Source: an optimization exercise on an open RTL-to-GDS flow (aim: small area, a short achievable clock period and few clock cycles per item). Production flows keep margins and buffers that such runs may drop. Function was checked by simulation only, so behaviour that the tests miss may differ from the original. No activity file was given, so power comes from the tool's default toggle rates.

**flow/standard.sh**
```bash
#!/bin/bash
# synth_recipe.tcl (not shown) runs the flow's synth.tcl, then flattens the netlist and writes it again
# the make line also repeats each setting of config.mk as NAME=value (left out here)
make -C /OpenROAD-flow-scripts/flow DESIGN_CONFIG=/design/flow/config.mk WORK_HOME=/design/flow/orfs CLKGATE_MAP_FILE= SYNTH_SCRIPT=/design/flow/synth_recipe.tcl "${@:-finish}"
```
**flow/constraint.sdc**
```tcl
create_clock -name core_clock -period 26.0 [get_ports {clk}]
set_input_delay 5.2000 -clock core_clock [delete_from_list [all_inputs] [get_ports {clk}]]
set_output_delay 5.2000 -clock core_clock [all_outputs]
set_load 0.01 [all_outputs]
```
**flow/config.mk**
```make
export PLATFORM = sky130hd
export DESIGN_NAME = lath_ecc
export DESIGN_NICKNAME = lath_ecc
export VERILOG_FILES = /design/flow/design.v
export SDC_FILE = /design/flow/constraint.sdc
export NUM_CORES = 8
export LEC_CHECK = 0
export CAP_MARGIN = 20
export CORE_MARGIN = 2
export CORE_UTILIZATION = 52
export CTS_CLUSTER_DIAMETER = 70
export CTS_CLUSTER_SIZE = 25
export SLEW_MARGIN = 20
```
**flow/flow/run.sh**
```bash
#!/bin/bash
# The standard layout (the standard.sh: ORFS synthesis to final) with
# three changes in how it is made:
#  - ORFS's synthesis maps the logic with the area-oriented ABC script in
#    flow/abc_area_map.script (a copy of ORFS's scripts folder is used, with
#    only abc_speed.script replaced); everything else in the synthesis, and
#    so every register, is as in the standard synthesis;
#  - the port buffers are sky130_fd_sc_hd__buf_1 instead of the cell
#    buffer_ports picks by default (every port still gets its own buffer);
#  - ORFS's timing repair (after CTS and after global routing) aims for
#    15.3 ns of setup slack at the design's 26 ns clock, instead of 0.
# The SDC (clock, I/O delays, loads) is the standard flow's, unchanged.
set -euo pipefail
here=$(pwd)
rm -rf "$here/orfs_scripts"
cp -r "$FLOW_HOME/scripts" "$here/orfs_scripts"
cp "$here/flow/abc_area_map.script" "$here/orfs_scripts/abc_speed.script"
bash standard.sh \
    "SCRIPTS_DIR=$here/orfs_scripts" \
    "BUFFER_PORTS_ARGS=-buffer_cell sky130_fd_sc_hd__buf_1" \
    "SETUP_SLACK_MARGIN=15.3" \
    finish > standard_flow.log 2>&1
```
**flow/flow/abc_area_map.script**
```
strash
&get -n
&fraig -x
&put
scorr
dc2
strash
balance
rewrite
refactor
balance
rewrite -z
rewrite -z
balance
refactor -z
rewrite -z
balance
dc2
strash
&get -n
&deepsyn -J 50
&dch -f
&nf -R 1000
&put
```
**flow/design.v**
```verilog
module lath_ecc (
    input  wire         clk,
    input  wire         rst,           
    input  wire         in_valid,
    output wire         in_ready,
    input  wire [383:0] in_line,
    output reg          out_valid,
    input  wire         out_ready,
    output reg  [255:0] out_data,      
    output wire [7:0]   out_poison,    
    output wire [3:0]   out_corr,      
    output wire [3:0]   out_ue,        
    output wire [3:0]   out_prd,       
    output reg  [2:0]   out_die,       
    output wire         out_retire,    
    output wire         out_dual,      
    output reg          out_ue_alarm,  
    input  wire [15:0]  limit,         
    input  wire         win_clear,
    input  wire         cnt_clear,
    output wire         busy,
    output wire         erasure,
    output wire [2:0]   retired,
    output wire [23:0]  consec,        
    output reg  [95:0]  win_count,     
    output reg  [95:0]  corr_count,    
    output reg  [15:0]  ue_count,
    output reg  [15:0]  prd_count,
    output reg  [3:0]   ue_run
);
    integer i, k;
    genvar  b;
    reg  [2:0]  retired_q;     
    reg  [2:0]  cdie;          
    reg  [3:0]  ccnt;          
    reg  [15:0] limit_q;       
    reg  [7:0]  ocls;          
    reg         ret_q, dual_q;
    reg         p_any;         
    reg         p_norm;        
    reg  [3:0]  p_th;          
    reg  [3:0]  la_th;         
    reg         p_clean;       
    reg         ov_rdy;        
    reg  [5:0]  p_1h;          
    function [15:0] sat_add;
        input [15:0] x;
        input [2:0]  n;
        reg   [3:0]  lo;
        reg   [15:0] s;
        reg   [15:0] p;      
        integer      j;
        begin
            lo = {1'b0, x[2:0]} + {1'b0, n};
            s[2:0] = lo[2:0];
            p[3] = 1'b1;
            for (j = 4; j < 16; j = j + 1)
                p[j] = p[j-1] & x[j-1];
            for (j = 3; j < 16; j = j + 1)
                s[j] = x[j] ^ (lo[3] & p[j]);
            sat_add = (lo[3] & p[15] & x[15]) ? 16'hFFFF : s;
        end
    endfunction
    function ge16;
        input [15:0] a;
        input [15:0] bb;
        reg   [15:0] g0, l0;
        reg   [7:0]  g1, l1;
        reg   [3:0]  g2, l2;
        reg   [1:0]  g3, l3;
        integer      j;
        begin
            g0 = a & ~bb;
            l0 = ~a & bb;
            for (j = 0; j < 8; j = j + 1) begin
                g1[j] = g0[2*j+1] | (~l0[2*j+1] & g0[2*j]);
                l1[j] = l0[2*j+1] | (~g0[2*j+1] & l0[2*j]);
            end
            for (j = 0; j < 4; j = j + 1) begin
                g2[j] = g1[2*j+1] | (~l1[2*j+1] & g1[2*j]);
                l2[j] = l1[2*j+1] | (~g1[2*j+1] & l1[2*j]);
            end
            for (j = 0; j < 2; j = j + 1) begin
                g3[j] = g2[2*j+1] | (~l2[2*j+1] & g2[2*j]);
                l3[j] = l2[2*j+1] | (~g2[2*j+1] & l2[2*j]);
            end
            ge16 = ~(l3[1] | (~g3[1] & l3[0]));
        end
    endfunction
    function [16:0] sub_small;
        input [15:0] x;
        input [2:0]  n;
        reg   [3:0]  lo;
        reg   [15:0] d;
        reg   [15:0] z;      
        integer      j;
        begin
            lo = {1'b0, x[2:0]} - {1'b0, n};
            d[2:0] = lo[2:0];
            z[3] = 1'b1;
            for (j = 4; j < 16; j = j + 1)
                z[j] = z[j-1] & ~x[j-1];
            for (j = 3; j < 16; j = j + 1)
                d[j] = x[j] ^ (lo[3] & z[j]);
            sub_small = {lo[3] & z[15] & ~x[15], d};
        end
    endfunction
    wire [3:0] q_hi  = {ocls[7], ocls[5], ocls[3], ocls[1]};
    wire [3:0] q_lo  = {ocls[6], ocls[4], ocls[2], ocls[0]};
    wire [3:0] q_cln = ~q_hi & ~q_lo;
    wire [3:0] q_loc = ~q_hi &  q_lo;
    wire [3:0] q_ue  =  q_hi & ~q_lo;
    wire [3:0] q_prd =  q_hi &  q_lo;
    wire [2:0] p_die = out_die;
    reg  [2:0] p_nloc, p_nue, p_nprd, p_ue0;
    reg  [1:0] p_ue1;
    reg        p_brk;
    always @(*) begin
        p_nloc = 3'd0; p_nue = 3'd0; p_nprd = 3'd0;
        p_ue0 = 3'd0; p_ue1 = 2'd0;
        p_brk = 1'b0;
        for (i = 0; i < 4; i = i + 1) begin
            p_nloc = p_nloc + q_loc[i];
            p_nue  = p_nue + q_ue[i];
            p_nprd = p_nprd + q_prd[i];
            if (q_cln[i] | q_loc[i]) begin
                p_brk = 1'b1;
                p_ue1 = 2'd0;
            end else if (q_ue[i]) begin
                if (!p_brk) p_ue0 = p_ue0 + 3'd1;
                else        p_ue1 = p_ue1 + 2'd1;
            end
        end
    end
    wire [2:0] p_lafter = la_th[3] ? 3'd4 : la_th[2] ? 3'd3 : la_th[1] ? 3'd2 :
                          la_th[0] ? 3'd1 : 3'd0;
    wire [3:0] cbase  = (!p_clean && cdie == p_die) ? ccnt : 4'd0;
    wire [4:0] csum   = {1'b0, cbase} + {2'b0, p_lafter};
    wire       cmove  = p_norm && (p_clean || p_lafter != 3'd0);
    wire [3:0] ccnt_n = cmove ? ((csum >= 5'd8) ? 4'd8 : csum[3:0]) : ccnt;
    wire [2:0] cdie_n = (p_norm && p_lafter != 3'd0) ? p_die : cdie;
    wire c8 = cmove ? ((cbase[3]) |
                       (cbase == 4'd7 & la_th[0]) | (cbase == 4'd6 & la_th[1]) |
                       (cbase == 4'd5 & la_th[2]) | (cbase == 4'd4 & la_th[3]))
                    : (ccnt == 4'd8);
    reg  [15:0] win_sel, corr_sel;
    always @(*) begin
        win_sel  = 16'h0;
        corr_sel = 16'h0;
        for (k = 0; k < 6; k = k + 1) begin
            win_sel  = win_sel  | ({16{p_1h[k]}} & win_count[16*k +: 16]);
            corr_sel = corr_sel | ({16{p_1h[k]}} & corr_count[16*k +: 16]);
        end
    end
    wire [15:0] win_new  = sat_add(win_sel, p_nloc);
    wire [15:0] corr_new = sat_add(corr_sel, p_nloc);
    wire t_ge1 = p_th[0];
    wire t_ge2 = p_th[1];
    wire t_ge3 = p_th[2];
    wire t_ge4 = p_th[3];
    wire [16:0] lim_1 = sub_small(limit_q, 3'd1);
    wire [16:0] lim_2 = sub_small(limit_q, 3'd2);
    wire [16:0] lim_3 = sub_small(limit_q, 3'd3);
    wire [16:0] lim_4 = sub_small(limit_q, 3'd4);
    wire [16:0] lim_m = t_ge4 ? lim_4 : t_ge3 ? lim_3 : t_ge2 ? lim_2 :
                        t_ge1 ? lim_1 : {1'b0, limit_q};
    wire        ge_new = lim_m[16] | ge16(win_sel, lim_m[15:0]);
    wire [4:0] run_sum = {1'b0, ue_run} + {2'b0, p_ue0};
    wire [3:0] run_n   = p_brk ? {2'b0, p_ue1} :
                         (run_sum > 5'd15) ? 4'd15 : run_sum[3:0];
    wire [3:0] run_e   = p_any ? run_n : ue_run;
    reg  [5:0]  meets;
    reg  [2:0]  meet_die;
    reg         m_any, m_two;
    always @(*) begin
        m_any = 1'b0;
        m_two = 1'b0;
        meet_die = 3'd7;
        for (k = 0; k < 6; k = k + 1) begin
            meets[k] = (cdie_n == k && c8) ||
                       (limit_q != 16'h0 &&
                        (p_1h[k] ? ge_new : ge16(win_count[16*k +: 16], limit_q)));
            if (meets[k]) begin
                m_two = m_two | m_any;
                m_any = 1'b1;
                meet_die = k[2:0];
            end
        end
    end
    wire retire_now = p_norm && m_any && !m_two;
    wire dual_now   = p_norm && m_two;
    wire [2:0] ret_e = retire_now ? meet_die : retired_q;
    wire       ers_e = (ret_e != 3'd7);
    wire [5:0] ret1h;
    generate
        for (b = 0; b < 6; b = b + 1) begin : g_r1h
            assign ret1h[b] = (ret_e == b);
        end
    endgenerate
    wire [5:0]  lraw  [0:3];    
    wire [3:0]  clean;          
    wire [3:0]  pois;           
    wire [15:0] s0b   [0:3];
    generate
        for (b = 0; b < 4; b = b + 1) begin : g_beat
            lath_ecc_beat u_beat (
                .w(in_line[96*b +: 96]), .ers(ers_e), .ret1h(ret1h),
                .clean(clean[b]), .pois(pois[b]), .lraw(lraw[b]), .s0(s0b[b]));
        end
    endgenerate
    wire [5:0] lany = lraw[0] | lraw[1] | lraw[2] | lraw[3];
    reg        two;
    reg  [2:0] ldie;
    always @(*) begin
        two  = 1'b0;
        ldie = 3'd7;
        for (k = 0; k < 6; k = k + 1)
            if (lany[k]) begin
                if (ldie != 3'd7) two = 1'b1;
                ldie = k[2:0];
            end
        if (two) ldie = 3'd7;
    end
    wire [3:0] loc;           
    wire [3:0] ue;            
    generate
        for (b = 0; b < 4; b = b + 1) begin : g_cls
            assign loc[b] = (|lraw[b]) & ~two;
            assign ue[b]  = ~clean[b] & ~pois[b] & ~loc[b];
        end
    endgenerate
    wire [3:0] brk = clean | loc;
    reg  [3:0] n_la_th;
    always @(*) begin
        n_la_th = 4'b0;
        for (i = 0; i < 4; i = i + 1)
            if (clean[i])    n_la_th = 4'b0;
            else if (loc[i]) n_la_th = {n_la_th[2:0], 1'b1};
    end
    reg [3:0] ue_pre;         
    reg       nobrk;
    always @(*) begin
        nobrk = 1'b1;
        for (i = 0; i < 4; i = i + 1) begin
            ue_pre[i] = ue[i] & nobrk;
            nobrk = nobrk & ~brk[i];
        end
    end
    wire m_ge1 = |ue_pre;
    wire m_ge2 = (ue_pre[0] & (ue_pre[1] | ue_pre[2] | ue_pre[3])) |
                 (ue_pre[1] & (ue_pre[2] | ue_pre[3])) |
                 (ue_pre[2] & ue_pre[3]);
    wire m_ge3 = (ue_pre[0] & ue_pre[1] & (ue_pre[2] | ue_pre[3])) |
                 ((ue_pre[0] | ue_pre[1]) & ue_pre[2] & ue_pre[3]);
    wire m_ge4 = &ue_pre;
    wire n_alarm = (run_e == 4'd7 & m_ge1) | (run_e == 4'd6 & m_ge2) |
                   (run_e == 4'd5 & m_ge3) | (run_e == 4'd4 & m_ge4);
    reg [255:0] n_data;
    always @(*) begin
        for (i = 0; i < 4; i = i + 1)
            for (k = 0; k < 4; k = k + 1) begin
                if ((lraw[i][k] & ~two) | (ret1h[k] & clean[i]))
                    n_data[64*i + 16*k +: 16] = in_line[96*i + 16*k +: 16] ^ s0b[i];
                else if (ret1h[k])
                    n_data[64*i + 16*k +: 16] = 16'h0;
                else
                    n_data[64*i + 16*k +: 16] = in_line[96*i + 16*k +: 16];
            end
    end
    wire [7:0] n_ocls;
    generate
        for (b = 0; b < 4; b = b + 1) begin : g_ocls
            assign n_ocls[2*b +: 2] = pois[b] ? 2'b11 : ue[b] ? 2'b10 :
                                      loc[b] ? 2'b01 : 2'b00;
        end
    endgenerate
    wire hold   = out_valid && !out_ready;
    wire accept = in_valid && !hold;
    assign in_ready = !ov_rdy || out_ready;
    assign busy     = out_valid;
    wire [3:0] oc1 = {ocls[7], ocls[5], ocls[3], ocls[1]};
    wire [3:0] oc0 = {ocls[6], ocls[4], ocls[2], ocls[0]};
    assign out_corr   = ~oc1 & oc0;
    assign out_ue     = oc1 & ~oc0;
    assign out_prd    = oc1 & oc0;
    assign out_poison = {{2{oc1[3]}}, {2{oc1[2]}}, {2{oc1[1]}}, {2{oc1[0]}}};
    assign out_retire = p_norm ? retire_now : ret_q;
    assign out_dual   = p_norm ? dual_now : dual_q;
    assign erasure = (retired_q != 3'd7);
    assign retired = retired_q;
    generate
        for (b = 0; b < 6; b = b + 1) begin : g_consec
            assign consec[4*b +: 4] = (cdie == b) ? ccnt : 4'd0;
        end
    endgenerate
    always @(posedge clk) begin
        limit_q <= limit;
        p_1h    <= two ? 6'b0 : lany;
        p_th[0] <= |loc;
        p_th[1] <= (loc[0] & (loc[1] | loc[2] | loc[3])) |
                   (loc[1] & (loc[2] | loc[3])) | (loc[2] & loc[3]);
        p_th[2] <= (loc[0] & loc[1] & (loc[2] | loc[3])) |
                   ((loc[0] | loc[1]) & loc[2] & loc[3]);
        p_th[3] <= &loc;
        p_clean <= |clean;
        la_th   <= n_la_th;
        if (!hold) begin
            out_data     <= n_data;
            ocls         <= n_ocls;
            out_die      <= ldie;
            out_ue_alarm <= n_alarm;
        end
        if (accept) begin
            ret_q  <= 1'b0;
            dual_q <= 1'b0;
        end else if (p_norm) begin
            ret_q  <= retire_now;
            dual_q <= dual_now;
        end
    end
    always @(posedge clk) begin
        if (rst) begin
            out_valid  <= 1'b0;
            ov_rdy     <= 1'b0;
            p_any      <= 1'b0;
            p_norm     <= 1'b0;
            retired_q  <= 3'd7;
            cdie       <= 3'd0;
            ccnt       <= 4'd0;
            ue_count   <= 16'h0;
            prd_count  <= 16'h0;
            ue_run     <= 4'h0;
        end else begin
            out_valid <= in_valid || hold;
            ov_rdy    <= (in_valid && in_ready) || (ov_rdy && !out_ready);
            p_any     <= accept;
            p_norm    <= accept && !ers_e;
            retired_q <= ret_e;
            if (p_any) begin
                cdie <= cdie_n;
                ccnt <= ccnt_n;
                ue_count  <= sat_add(ue_count, p_nue);
                prd_count <= sat_add(prd_count, p_nprd);
                ue_run    <= run_n;
            end else begin
                if (cnt_clear) begin
                    ue_count   <= 16'h0;
                    prd_count  <= 16'h0;
                end
            end
        end
    end
    wire        w_zero = rst | !p_any;
    wire [15:0] win_d  = w_zero ? 16'h0 : win_new;
    wire [15:0] corr_d = w_zero ? 16'h0 : corr_new;
    always @(posedge clk) begin
        for (k = 0; k < 6; k = k + 1) begin
            if (rst || (p_any ? p_1h[k] : win_clear))
                win_count[16*k +: 16] <= win_d;
            if (rst || (p_any ? p_1h[k] : cnt_clear))
                corr_count[16*k +: 16] <= corr_d;
        end
    end
endmodule
module lath_ecc_beat (
    input  wire [95:0] w,        
    input  wire        ers,      
    input  wire [5:0]  ret1h,    
    output wire        clean,
    output wire        pois,
    output wire [5:0]  lraw,     
    output wire [15:0] s0
);
    localparam [15:0] POISON0 = 16'h5A5A;
    localparam [15:0] POISON1 = 16'hA5A5;
    localparam [15:0] PE0 = 16'hFFFF;
    localparam [15:0] PE1 = 16'h1111;
    localparam [15:0] PE2 = 16'hDCC6;
    localparam [15:0] PE3 = 16'h5763;
    function [15:0] mul_a;
        input [15:0] v;
        begin
            mul_a = {v[14:0], 1'b0} ^ (v[15] ? 16'h100B : 16'h0000);
        end
    endfunction
    wire [15:0] r0 = w[ 0 +: 16];
    wire [15:0] r1 = w[16 +: 16];
    wire [15:0] r2 = w[32 +: 16];
    wire [15:0] r3 = w[48 +: 16];
    wire [15:0] r4 = w[64 +: 16];
    wire [15:0] r5 = w[80 +: 16];
    assign s0 = r0 ^ r1 ^ r2 ^ r3 ^ r4;
    wire [15:0] s1 = r0 ^ mul_a(r1) ^ mul_a(mul_a(r2)) ^
                     mul_a(mul_a(mul_a(r3))) ^ r5;
    wire [15:0] a1s0 = mul_a(s0);
    wire [15:0] a2s0 = mul_a(a1s0);
    wire [15:0] a3s0 = mul_a(a2s0);
    wire [15:0] d0 = s1 ^ s0;
    wire [15:0] d1 = s1 ^ a1s0;
    wire [15:0] d2 = s1 ^ a2s0;
    wire [15:0] d3 = s1 ^ a3s0;
    wire zs0 = (s0 == 16'h0);
    wire zs1 = (s1 == 16'h0);
    wire zd0 = (d0 == 16'h0);
    wire zd1 = (d1 == 16'h0);
    wire zd2 = (d2 == 16'h0);
    wire zd3 = (d3 == 16'h0);
    wire n_clean = zs0 & zs1;
    wire n_pois  = (s0 == POISON0) & (s1 == POISON1);
    wire e_clean = (ret1h[0] & zd0) | (ret1h[1] & zd1) |
                   (ret1h[2] & zd2) | (ret1h[3] & zd3) |
                   (ret1h[4] & zs1) | (ret1h[5] & zs0);
    wire e_pois  = (ret1h[0] & (d0 == PE0)) | (ret1h[1] & (d1 == PE1)) |
                   (ret1h[2] & (d2 == PE2)) | (ret1h[3] & (d3 == PE3)) |
                   (ret1h[4] & (s1 == POISON1)) |
                   (ret1h[5] & (s0 == POISON0));
    assign clean = ers ? e_clean : n_clean;
    assign pois  = ers ? e_pois  : n_pois;
    assign lraw  = ers ? 6'b0 :
                   {zs0 & ~zs1, ~zs0 & zs1, ~zs0 & zd3, ~zs0 & zd2,
                    ~zs0 & zd1, ~zs0 & zd0};
endmodule
```
==> reports/qor.yml, run 1 <==
path_max_fanout: 2
min_period_ns: 10.74
drive_gt1_share_pct: 6.215
routed_wl_um: 144600
p_per_area_nw_per_um2: 66.82
clock_path_buffers: 3
ctsHoldBuffers: 0
slew_viol_final: 0
grtUsageTotal_pct: 39.51
layout_common_cells: "buf_1 (938), xnor2_1 (481), edfxtp_1 (460)"
avgSynthCellArea_um2: 10.03
ys_ff_latch: 543
yosysSeqAreaShare_pct: 43.85
finalHoldViolCount: 0
h-tree-depth: 2
setup_viol: 0
slowest_delay_ns: 0.13
core-area_um2: 67160
hold_class: "flip-flop to flip-flop"
grt_pass1_wl_um: 206800
synth_cells: 3519
synth_area_um2: 35290
vdd_drop_max_mv: 0.05391
grt_max_degree: 78
cp.required_ns: 20.80
grt_overflow: 0
stdcell_count: 5516
top_usage_layer: "met2"
vias_per_cell: 6.053
tritoncts: "built"
cpMaxStageDelayCell: "nand2b_4"
tightest_slew_ns: 1.212
clock-sinks: 543
drt-initial-drc-count: 4293
rsz0062_at_grt: "yes"
crit_type: "primary input to output pin"
numCtsBuffers: 39
finalCritPeriodShare_pct: 41.30
synth_warnings: 2
fin_setup_tns_ns: 0
die_area_um2: 69970
die_w_um: 264.5
crit_top_cell: "buf_6"
dp.cells: 5416
gp_congestion: 0.9957
p_seq_share_pct: 37.0
nets: 5064
internal_power_mw: 1.748
post_dp_cell_area_um2: 40570
power_mw: 2.865
status: "no timing/DRC/antenna violations"
wl_per_cell_um: 26.22
p_clk_share_pct: 24.5
drv_cap: 0
start_kind: "primary input"
synth_flop_cell: "edfxtp_1"
dp_hpwl_um: 111800
met1_usage_pct: 49.82
p_leak_nw: 15.22
layout_commonest_cell: "buf_1"
end_kind: "output pin"
drtPass1Iterations: 12
async_flop_share_pct: 0
portBuffers: 946
combPwrFrac_pct: 38.5
synth-edff-count: 460
power_switching_mw: 1.118
crit_chain: "buf_6 -> nand2b_4 -> buf_6"
grtUsageMet3_pct: 9.652
design_area_um2: 42880
die_h_um: 264.5
root_buffer: "clkbuf_16"
start_util_pct: 52.55
use_met2_pct: 64.74
synthesis.nets: 3980
sw_frac_of_total_pct: 39.01
rows: 95
grt_pass1_vias: 30600
drc: 0
arrival_ns: 5.54
clock-skew-final_ns: 0.04931
ioPinCount: 947
synth_cell_type_count: 63
hold_ws_ns: 0.4807
slew_headroom_pct: 18.58
vias: 33390
clock_latency_ns: 0.62
antenna_found_initial: 6
fmax_mhz: 93.14
clkTransAtPathRegs_ns: 0.09
postRouteAntennaNets: 0
syn2layout_area_growth_pct: 21.50
[metrics by stage]
step	util (%)	setup WS, ns
after global placement	60.41	14.23
after detailed placement	60.41	14.00
final	63.85	15.26
after CTS	62.89	15.15
after global routing	63.82	15.16
after floorplan	-	15.43
[worst paths after layout]
| kind | from | endpoint | slack [ns] | cells after the start |
|---|---|---|---|---|
| max | out_ready | in_ready | 15.26 | 3 |
| min | ue_count[15] | ue_count[15] | 0.48 | 2 |
| max reg2reg | win_count[81] | out_data[147] | 16.85 | 32 |
| min reg2reg | ue_count[15] | ue_count[15] | 0.48 | 2 |
[kinds of logic after synthesis]
group | Yosys count | synth area share [%]
buffers and inverters | 121 | 1.340
xor gates and xnor gates | 861 | 21.37
and+or+nand+nor | 1166 | 15.86
adders and majority gates | 73 | 2.695
AOI/OAI and AO/OA | 682 | 12.77
muxes | 73 | 2.120
DFF | 543 | 43.85
[critical path: cells and delay by family]
family,cells,cell delay (ns)
buffers and inverters,2,0.20
AND/OR/NAND/NOR,1,0.13
[cell usage after synthesis, drive strengths merged (8+ instances only)]
master   count  area [um^2]
xor2       348         3048
mux2i       68        680.7
nor4        53        331.6
nor4b        8        70.07
and4         8        70.07
and2        53        331.6
a221oi      17        148.9
nor2       181        679.4
a22oi       22        165.2
xnor2      513         4493
and3        19        118.9
nand2      430         1614
o31ai       33        247.7
maj3        18        180.2
nor3b       10        75.07
nand2b      38        237.7
clkinv     116        435.4
or4         12        90.09
nand3      151        755.7
a31oi       23        143.9
o22ai       32        200.2
ha          44        550.5
a21oi      116        580.6
a222oi      68        680.7
a22o        25        219.0
o211ai      33        247.7
nor2b       21        131.4
dfxtp       83         1662
o221ai      15        131.4
nand4       59        369.1
o2bb2ai     11        96.34
fa          11        220.2
nor3        75        375.4
or2         15        93.84
o21ai      227         1136
or3         17        106.4
a211oi      14        105.1
edfxtp     460        13810
[cell type report]
class,count,area [um^2]
multi-input combinational,2855,20030
antenna,9,22.52
sequential,543,15490
clock inverter,29,416.7
tap,873,1092
clock buffer,43,1012
fill,5902,24280
inverter,116,466.7
timing repair buffer,1048,4348
[flip-flops by register name, indices dropped and copies added, names as in the netlist, 3 cells and up]
register / cells
out_data: 256
corr_count: 96
win_count: 96
limit_q: 16
prd_count: 16
ue_count: 16
ocls: 8
p_1h: 6
ccnt: 4
la_th: 4
p_th: 4
ue_run: 4
cdie: 3
out_die: 3
retired_q: 3
[power groups by stage]
stage	combinational, mW	sequential (mW)	clock, mW
2_1_floorplan	0.669	1.10	0
3_3_place_gp	1.05	1.08	0
3_5_place_dp	1.05	1.08	0
4_1_cts	1.06	1.06	0.708
5_1_grt	1.18	1.06	0.735
6_report	1.10	1.06	0.702
[routing by layer]
layer / part of all wire [%] / up-vias
met5: 0.0083 / -
met4: 4.8 / 2
met3: 10 / 364
met2: 47 / 1961
met1: 38 / 15930
li1: - / 15140
[timing repair]
action	CTS	global route
setup buffers	7	12
pin swaps	6	21
gates resized for setup	45	91
endpoints found under the setup margin	90	92
endpoints found under the hold margin	0	0
Testbench counts, summed over its fixed seeds: cycles 24,008, items 24,000.
==> run 2: changes to the inputs <==
--- a/flow/design.v
+++ b/flow/design.v
@@ -42,5 +42,8 @@
     reg  [3:0]  la_th;         
     reg         p_clean;       
-    reg         ov_rdy;        
+    reg         rdy_a;         
+    reg         rdy_b;         
+    reg  [5:0]  wflag;
+    reg  [5:0]  rc_1h;
     reg  [5:0]  p_1h;          
     function [15:0] sat_add;
@@ -149,5 +152,5 @@
         corr_sel = 16'h0;
         for (k = 0; k < 6; k = k + 1) begin
-            win_sel  = win_sel  | ({16{p_1h[k]}} & win_count[16*k +: 16]);
+            win_sel  = win_sel  | ({16{p_any ? p_1h[k] : rc_1h[k]}} & win_count[16*k +: 16]);
             corr_sel = corr_sel | ({16{p_1h[k]}} & corr_count[16*k +: 16]);
         end
@@ -155,8 +158,8 @@
     wire [15:0] win_new  = sat_add(win_sel, p_nloc);
     wire [15:0] corr_new = sat_add(corr_sel, p_nloc);
-    wire t_ge1 = p_th[0];
-    wire t_ge2 = p_th[1];
-    wire t_ge3 = p_th[2];
-    wire t_ge4 = p_th[3];
+    wire t_ge1 = p_th[0] & p_any;
+    wire t_ge2 = p_th[1] & p_any;
+    wire t_ge3 = p_th[2] & p_any;
+    wire t_ge4 = p_th[3] & p_any;
     wire [16:0] lim_1 = sub_small(limit_q, 3'd1);
     wire [16:0] lim_2 = sub_small(limit_q, 3'd2);
@@ -165,5 +168,6 @@
     wire [16:0] lim_m = t_ge4 ? lim_4 : t_ge3 ? lim_3 : t_ge2 ? lim_2 :
                         t_ge1 ? lim_1 : {1'b0, limit_q};
-    wire        ge_new = lim_m[16] | ge16(win_sel, lim_m[15:0]);
+    wire        ge_new = (limit_q != 16'h0) &&
+                         (lim_m[16] | ge16(win_sel, lim_m[15:0]));
     wire [4:0] run_sum = {1'b0, ue_run} + {2'b0, p_ue0};
     wire [3:0] run_n   = p_brk ? {2'b0, p_ue1} :
@@ -178,7 +182,5 @@
         meet_die = 3'd7;
         for (k = 0; k < 6; k = k + 1) begin
-            meets[k] = (cdie_n == k && c8) ||
-                       (limit_q != 16'h0 &&
-                        (p_1h[k] ? ge_new : ge16(win_count[16*k +: 16], limit_q)));
+            meets[k] = (cdie_n == k && c8) || (p_1h[k] ? ge_new : wflag[k]);
             if (meets[k]) begin
                 m_two = m_two | m_any;
@@ -276,6 +278,6 @@
     endgenerate
     wire hold   = out_valid && !out_ready;
-    wire accept = in_valid && !hold;
-    assign in_ready = !ov_rdy || out_ready;
+    wire accept = in_valid && in_ready;
+    assign in_ready = rdy_a || (rdy_b && out_ready);
     assign busy     = out_valid;
     wire [3:0] oc1 = {ocls[7], ocls[5], ocls[3], ocls[1]};
@@ -322,5 +324,4 @@
         if (rst) begin
             out_valid  <= 1'b0;
-            ov_rdy     <= 1'b0;
             p_any      <= 1'b0;
             p_norm     <= 1'b0;
@@ -332,6 +333,5 @@
             ue_run     <= 4'h0;
         end else begin
-            out_valid <= in_valid || hold;
-            ov_rdy    <= (in_valid && in_ready) || (ov_rdy && !out_ready);
+            out_valid <= accept || hold;
             p_any     <= accept;
             p_norm    <= accept && !ers_e;
@@ -351,4 +351,25 @@
         end
     end
+    always @(posedge clk) begin
+        if (rst) begin
+            wflag <= 6'b0;
+            rc_1h <= 6'b0;
+        end else begin
+            if (p_any)
+                wflag <= (wflag & ~p_1h) | ({6{ge_new}} & p_1h);
+            else if (win_clear)
+                wflag <= 6'b0;
+            else
+                wflag <= (wflag & ~rc_1h) | ({6{ge_new}} & rc_1h);
+            rc_1h <= (limit != limit_q) ? 6'b000001 : {rc_1h[4:0], 1'b0};
+        end
+        if (rst) begin
+            rdy_a <= 1'b1;
+            rdy_b <= 1'b1;
+        end else begin
+            rdy_b <= !((limit != limit_q) || (|rc_1h[4:0]));
+            rdy_a <= !((limit != limit_q) || (|rc_1h[4:0])) && !(accept || hold);
+        end
+    end
     wire        w_zero = rst | !p_any;
     wire [15:0] win_d  = w_zero ? 16'h0 : win_new;
--- a/flow/flow/abc_area_map.script
+++ b/flow/flow/abc_area_map.script
@@ -19,5 +19,5 @@
 strash
 &get -n
-&deepsyn -J 50
+&deepsyn -T 900
 &dch -f
 &nf -R 1000
==> reports/qor.yml, run 2 <==
avgSynthCellArea_um2: 9.973  # -0.55%
synth_area_um2: 34560  # -2.1%
rows: 94  # -1.1%
synth_flop_cell: "edfxtp_1"
synth_cell_type_count: 59  # -6.3%
synth_cells: 3465  # -1.5%
yosysMostFrequentCell: "xnor2_1"
synthTopCellsByArea: "edfxtp_1 (40%), xnor2_1 (12%), xor2_1 (9.8%), dfxtp_1 (5.6%), nand2_1 (4.8%)"
synth_top_area_cell: "edfxtp_1"
synth-edff-count: 460  # unchanged
error_line: "[ERROR PPL-0024] Number of IO pins (947) exceeds maximum number of available positions (944). Increase the die perimeter from 1047.18um to 1287.92um."
status: "did not finish"
async_flop_share_pct: 0  # unchanged
ys_ff_latch: 556  # +2.4%
synth_warnings: 2  # unchanged
stop_stage: "3_2_place_iop"
die_h_um: 261.8  # -1.0%
die_w_um: 261.8  # -1.0%
synthesis.nets: 3926  # -1.4%
start_util_pct: 52.56  # about the same
yosys-top-cells-count: "xnor2_1 (476), edfxtp_1 (460), nand2_1 (442)"
synth_top_area_share_pct: 39.97  # +0.83 points
yosysSeqAreaShare_pct: 45.53  # +1.7 points
run 2: kinds of logic after synthesis:
logic type / share of synthesized area (%)
AO/OA/AOI/OAI: 11.71
adder cells (fa/ha/maj): 2.230
buffers and inverters: 1.162
multiplexers: 0.06517
flip-flops: 45.53
XOR/XNOR: 21.87
AND/OR/NAND/NOR: 17.43
Testbench counts of run 2, summed over its fixed seeds: cycles 24,008, items 24,000.
==> run 3: changes to the inputs <==
--- a/flow/config.mk
+++ b/flow/config.mk
@@ -7,7 +7,7 @@
 export LEC_CHECK = 0
 export CAP_MARGIN = 20
-export CORE_MARGIN = 2
-export CORE_UTILIZATION = 52
+export CORE_AREA = 2.3 2.72 272.7 272.28
 export CTS_CLUSTER_DIAMETER = 70
 export CTS_CLUSTER_SIZE = 25
+export DIE_AREA = 0 0 275 275
 export SLEW_MARGIN = 20
==> reports/qor.yml, run 3 <==
fmax_mhz: 92.55
fin_setup_tns_ns: 0
die_w_um: 275  # +5.0%
crit_chain: "buf_1 -> a21o_1 -> buf_6"
grt_pass1_wl_um: 194900
routed_wl_um: 138100
status: "no timing/DRC/antenna violations"
tritoncts: "built"
synth_top_area_share_pct: 39.97  # unchanged
synth_flop_cell: "edfxtp_1"
end_kind: "output pin"
p_leak_nw: 15.11
rsz0062_at_grt: "yes"
grt_overflow: 0
drv_cap: 0
synthTopCellsByArea: "edfxtp_1 (40%), xnor2_1 (12%), xor2_1 (9.8%), dfxtp_1 (5.6%), nand2_1 (4.8%)"
yosys-top-cells-count: "xnor2_1 (476), edfxtp_1 (460), nand2_1 (442)"
synth_area_um2: 34560  # unchanged
layout_common_cells: "buf_1 (943), xnor2_1 (460), edfxtp_1 (460)"
min_period_ns: 10.80
p_per_area_nw_per_um2: 63.15
vdd_drop_max_mv: 0.05642
yosysMostFrequentCell: "xnor2_1"
cp.required_ns: 20.80
synth_cell_type_count: 59  # unchanged
yosysSeqAreaShare_pct: 45.53  # unchanged
nets: 5048
tightest_slew_ns: 1.114
syn2layout_area_growth_pct: 23.33
path_max_fanout: 2
slew_viol_final: 0
dp_hpwl_um: 105400
die_area_um2: 75630
portBuffers: 946
r2r-start: "p_any"
clkTransAtPathRegs_ns: 0.09
ioPinCount: 947
finalCritPeriodShare_pct: 41.56
grt_pass1_vias: 29750
p_seq_share_pct: 38.6
slew_headroom_pct: 25.73
die_h_um: 275  # +5.0%
hold_path_startpoint: "wflag[3]"
finalHoldViolCount: 0
power_mw: 2.692
hold_end: "wflag[3]"
cpMaxStageDelayCell: "a21o_1"
design_area_um2: 42620
grt_max_degree: 76
synthesis.nets: 3926  # unchanged
slowest_delay_ns: 0.18
n_fill_cell: 6605
clock-sinks: 556
p_clk_share_pct: 27.2
avgSynthCellArea_um2: 9.973  # unchanged
post_dp_cell_area_um2: 39960
gp_congestion: 0.9681
clock_latency_ns: 0.62
drc: 0
ys_ff_latch: 556  # unchanged
synth_warnings: 2  # unchanged
drive_gt1_share_pct: 6.880
layout_commonest_cell: "buf_1"
largest_register_ffs: 256
hold_class: "flip-flop to flip-flop"
power_switching_mw: 0.9852
start_util_pct: 47.53  # -5.0 points
synth-edff-count: 460  # unchanged
r2r_end: "out_data[92]"
largest_register: "out_data"
grtUsageTotal_pct: 34.37
wl_per_cell_um: 24.71
hold_depth: 2
hold_ws_ns: 0.4764
vias: 32350
synth_cells: 3465  # unchanged
crit_family: "buffers and inverters"
setup_viol: 0
start_kind: "primary input"
clock_path_buffers: 3
h-tree-depth: 2
postRouteAntennaNets: 0
root_buffer: "clkbuf_16"
combPwrFrac_pct: 34.2
r2r_setup_slack_ns: 17.52
antenna_found_initial: 12
sw_frac_of_total_pct: 36.60
r2r_cells: 43
cp_num_buf_inv: 2
drtPass1Iterations: 10
arrival_ns: 5.60
drt-initial-drc-count: 3261
numCtsBuffers: 43
multi_input_area_um2: 19050
top_regs: "out_data x256, corr_count x96, win_count x96"
async_flop_share_pct: 0  # unchanged
synth_top_area_cell: "edfxtp_1"
rows: 99  # +5.3%
core-area_um2: 72710
vias_per_cell: 5.788
internal_power_mw: 1.706
final-seq-area_um2: 15760
crit_type: "primary input to output pin"
clock-skew-final_ns: 0.04233
run 3: cell counts after synthesis:
No cell type changed its count.
run 3: what timing repair did:
action                     CTS  global route
setup endpoints to repair   58            52
hold buffers                 0             0
pin swaps                   11            33
buffers inserted             9            37
hold endpoints to repair     0             0
gates resized for setup     59            99
gates cloned                 1             2
run 3: worst max path at each step:
stage,cells after the start,slack (ns),to,start
finish,3,15.20,in_ready,out_ready
global route,31,15.04,out_retire,p_any
CTS,30,14.95,out_retire,p_1h[3]
detailed placement,22,14.01,out_ue_alarm,in_line[158]
global placement,22,14.15,out_ue_alarm,in_line[62]
floorplan,28,15.41,out_retire,p_any
run 3: logic make-up after synthesis:
| group | Yosys count | synth area share (%) |
|---|---|---|
| compound gates | 657 | 11.71 |
| xor+xnor | 863 | 21.87 |
| fa+ha+maj | 55 | 2.230 |
| buf+inv | 102 | 1.162 |
| flops | 556 | 45.53 |
| mux | 2 | 0.06517 |
| simple gates | 1230 | 17.43 |
run 3: power groups by stage:
stage,registers (mW),clock network (mW),logic (mW)
after CTS,1.04,0.742,0.898
after global routing,1.04,0.768,0.994
after floorplan,1.08,0,0.569
final,1.04,0.733,0.921
after global placement,1.06,0,0.890
after detailed placement,1.06,0,0.891
run 3: metrics by stage:
| step | setup WS, ns | instances | util, % |
|---|---|---|---|
| 2_1_floorplan | 15.41 | 3465 | - |
| 3_3_place_gp | 14.15 | 5451 | 54.96 |
| 3_5_place_dp | 14.01 | 5451 | 54.96 |
| 4_1_cts | 14.95 | 5541 | 57.52 |
| 5_1_grt | 15.04 | 5587 | 58.61 |
| 6_report | 15.20 | 5589 | 58.62 |
run 3: worst register-to-register path: cells and delay by family, from the launching register on:
kind,cells,cell delay [ns]
buf+inv,5,0.71
flops,1,0.41
simple gates,20,3.89
compound gates,18,3.20
run 3: per-layer routing:
| metal | global-route usage [%] | share of wire [%] | vias up |
|---|---|---|---|
| met5 | 0 | 0.028 | - |
| met4 | 14.69 | 4.7 | 6 |
| met3 | 6.887 | 9.1 | 311 |
| met1 | 43.61 | 38 | 15490 |
| li1 | - | - | 14960 |
| met2 | 57.10 | 48 | 1587 |
run 3: final cells by class:
class                   count  share of cell area, %
multi-input cells        2808                  44.71
flip-flops and latches    556                  36.99
repair buffers           1081                  10.97
well taps                 959                  2.815
clock buffers              49                  2.627
clock inverters            31                 0.9541
inverters                  97                 0.8924
diodes                      8                0.04697

what the ideal ports hide:
The flow's constraints put no driver on any port. The routed layouts listed below were extracted and timed again, unchanged, in two steps.
Step 1 sets driving cells, clkbuf_16 on the clock port and buf_2 on the other inputs (assumed; they add their load-dependent delay and slew).
Step 2 moves the port delays by t, midway between the first and last clock arrival at a register: inputs arrive t later, outputs are due t later. That takes back most of the time a late clock gives input paths.
Three values: no drivers, after step 1, after step 2; two values: the first two.
run | t, ns | setup WS [ns] | hold slack, ns | latest minus earliest clock arrival (ns) | slew at the worst register clock pin (ns)
run 1 | 0.663 | 15.263 / 15.230 / 14.891 | 0.481 / 0.481 / 0.481 | 0.049 / 0.049 | 0.10 / 0.10
run 3 | 0.671 | 15.195 / 15.101 / 15.041 | 0.476 / 0.476 / 0.476 | 0.042 / 0.042 | 0.10 / 0.10
After both steps every run listed still meets setup and hold. For run 1, which loses most, drivers alone change the setup slack by -0.033 ns; drivers and shift together by -0.372 ns.
